This is an optimization exercise on Yosys and OpenROAD, whose aim is small area, a short achievable clock period and few clock cycles, not a production implementation.
In this exercise RTL edits were held to simulation tests only and were not proved equivalent to the original.

Setup of MS:
// hallmark_lane
module hallmark_lane (
    input  wire         clk,
    input  wire         rst,
    input  wire         start,
    input  wire [7:0]   stream,
    input  wire [1:0]   tflag,
    input  wire         restart,
    input  wire [63:0]  seq,
    input  wire [47:0]  sec,
    input  wire [31:0]  nsec,
    input  wire [3:0]   nrange,
    input  wire [63:0]  devser,
    input  wire [255:0] prev,
    output wire         idle,
    input  wire         in_valid,
    input  wire [63:0]  in_data,
    output wire         in_ready,
    output reg          done,
    output wire [255:0] hallmark
);
Settings: LEC_CHECK=0, ABC_AREA=1, CAP_MARGIN=20, CORE_MARGIN=2, CORE_UTILIZATION=30, PLACE_DENSITY=0.5, SLEW_MARGIN=20; clock period 10.0 ns.
standard.sh (not shown) runs the stock make flow with config.mk's settings and CLKGATE_MAP_FILE= SYNTH_SCRIPT=/design/flow/synth_recipe.tcl, a recipe that flattens the netlist after the stock synthesis.
==> flow/flow/run.sh <==
#!/bin/bash
# Standard layout, with the smallest plain buffer on every port and a clock tree
# built from mid-size buffers without dummy loads.
set -euo pipefail
export BUFFER_PORTS_ARGS="-buffer_cell sky130_fd_sc_hd__buf_1"
export CTS_ARGS="-sink_clustering_enable -repair_clock_nets -dont_use_dummy_load -buf_list {sky130_fd_sc_hd__clkbuf_4 sky130_fd_sc_hd__clkbuf_8}"
export SETUP_SLACK_MARGIN=6
bash standard.sh > standard.log 2>&1
Testbench counts of MS, summed over its fixed seeds: cycles 447,163.
Modified inputs, PW compared to MS
--- a/flow/design.v
+++ b/flow/design.v
@@ -114,28 +114,26 @@
         else if (k[3:1] == 3'd7)
             insval = k[0] ? lenw[31:0] : lenw[63:32];
         else
             insval = 32'h00000000;
     end
     wire [63:0] wc1 = csa(ssig1(w[14]), w[9], ssig0(w[1]));
     wire [63:0] wc2 = csa(wc1[31:0], wc1[63:32], w[0]);
-    wire [31:0] wn  = (r_sch ? wc2[31:0] : gsum) + (r_sch ? wc2[63:32] : {4'd0, in_data[63:36]});
+    wire [31:0] wn  = wc2[31:0] + wc2[63:32];
     wire [31:0] tail = ins ? insval : (r_sch ? wn : w[0]);
     wire        k_full  = (k == 5'd16);
     wire        wready  = (ins && k == 5'd15) || (k_full && !ins && rot == 4'd15);
     wire        finish  = st_load && postrun && run_last;
     wire        go      = st_load && !finish && (rphase == 2'd0) && wready;
     wire        len_lo  = ins_pad && (pad == 2'd1) && (k == 5'd15);
     wire        fill_last_n = len_lo ? 1'b1 : fill_last;
     wire        idle_n  = rst || (st_idle && !start) || finish;
     wire        run_n   = !rst && ((st_run && !r_end) || go);
     wire        load_n  = !rst && ((st_idle && start) || (st_load && !finish && !go) || (st_run && r_end));
-    wire [5:0]  rnd_n;
-    wire        r_sch_n = run_n && (rnd_n != 6'd0) && (rnd_n <= 6'd48);
-    assign      rnd_n   = st_run ? (r_end ? 6'd0 : rnd + 6'd1) : (go ? 6'd1 : 6'd0);
+    wire [5:0]  rnd_n   = st_run ? (r_end ? 6'd0 : rnd + 6'd1) : (go ? 6'd1 : 6'd0);
     wire [31:0] kt0 [0:63];
     wire [31:0] kt1 [0:31];
     wire [31:0] kt2 [0:15];
     wire [31:0] kt3 [0:7];
     wire [31:0] kt4 [0:3];
     wire [31:0] kt5 [0:1];
     generate
@@ -170,15 +168,15 @@
     wire [63:0] rc4 = csa(rc1[31:0], rc1[63:32], d);
     wire [31:0] a_n = rc3[31:0] + rc3[63:32];
     wire [31:0] e_n = rc4[31:0] + rc4[63:32];
     wire [63:0] hc  = csa(st_run ? g : xe[1], kreg, w[1]);
     wire [3:0]  rleft_n = (xfer && rleft != 4'd0) ? rleft - 4'd1 : rleft;
     wire        xrange  = xfer && (rleft != 4'd0);
     wire        xdata   = xfer && (rleft == 4'd0);
-    wire [31:0] gsum_n  = wn;
+    wire [31:0] gsum_n  = gsum + {4'd0, in_data[63:36]};
     wire        glast   = xdata && (wsub == 3'd7);
     wire        dmore_n = xrange ? 1'b1 : (glast && gleft == 32'd1) ? 1'b0 : dmore;
     wire        ib_full_n = xfer ? 1'b1 : (ins_ib && k[0]) ? 1'b0 : ib_full;
     wire        lo_next   = !xfer && ins_ib && !k[0];
     wire        xneed_n   = (rleft_n != 4'd0) || dmore_n;
     wire [63:0] seq_be = bswap64(seq);
     wire [63:0] sec_be = bswap64({16'h0000, sec});
@@ -240,15 +238,15 @@
         st_idle <= idle_n;
         st_load <= load_n;
         st_run  <= run_n;
         rnd     <= rnd_n;
         postrun <= st_run && r_end;
         r_end   <= run_n && (rnd_n == 6'd0);
         r_ins   <= run_n && (rnd_n >= 6'd50 || rnd_n == 6'd0);
-        r_sch   <= r_sch_n;
+        r_sch   <= run_n && (rnd_n != 6'd0) && (rnd_n <= 6'd48);
         addsel  <= (run_n && (rnd_n >= 6'd62 || rnd_n == 6'd0)) || (st_run && r_end);
         if (st_idle) begin
             w[1]  <= 32'h4B484C4D;
             w[2]  <= {16'h0100, stream, 5'b00000, restart, tflag};
             w[3]  <= seq_be[63:32];
             w[4]  <= seq_be[31:0];
             w[5]  <= sec_be[63:32];
@@ -281,11 +279,11 @@
             run_last  <= 1'b0;
         end
         if (rst) begin
             done       <= 1'b0;
             in_ready_r <= 1'b0;
         end else begin
             done       <= finish;
-            in_ready_r <= xneed_n && (!ib_full_n || lo_next) && !st_idle && !finish && !r_sch_n;
+            in_ready_r <= xneed_n && (!ib_full_n || lo_next) && !st_idle && !finish;
         end
     end
 endmodule
==> run summary <==
Compared to MS, PW has worst-case hold slack 25 ps lower.
The clock tree cell share of total cell area of PW and that of MS are within noise of each other.
Worst-case setup margin in the final layout in PW is 73 ps above MS.
Between PW and MS, die outline height is lower for MS, PW comes in above that.
Diff MS -> PW: global-route usage moved down, transition time at the pin with the least slew margin moved down, die area moved up.
Comparing MS against PW, there is no change at all in number of buffers between clock root and the deepest sink.
Testbench counts of PW, summed over its fixed seeds: cycles 447,163.

-- re-timing with driven ports --
No port has a modelled driver above. Below, the same layouts with a new extraction and two added sets of constraints. Step 1 assumes that a clkbuf_16 drives the clock port and a buf_2 every other input. Step 2 moves the port delays by t, midway between the first and last clock arrival at a register: inputs arrive t later, outputs are due t later. That takes back most of the time a late clock gives input paths. Slacks: ideal / step 1 / step 2; pairs: ideal / step 1.
run | t (ns) | setup slack, ns | latest minus earliest clock arrival (ns) | worst register clock-pin slew, ns | pins driven straight from the clock port
MS | 1.084 | 5.682 / 5.682 / 4.929 | 0.128 / 0.127 | 0.07 / 0.07 | 1
PW | 1.013 | 5.755 / 5.755 / 5.239 | 0.183 / 0.183 | 0.07 / 0.07 | 1
After both steps every run listed still meets setup and hold. For MS, which loses most, drivers alone change the setup slack by 0.000 ns; drivers and shift together by -0.753 ns.
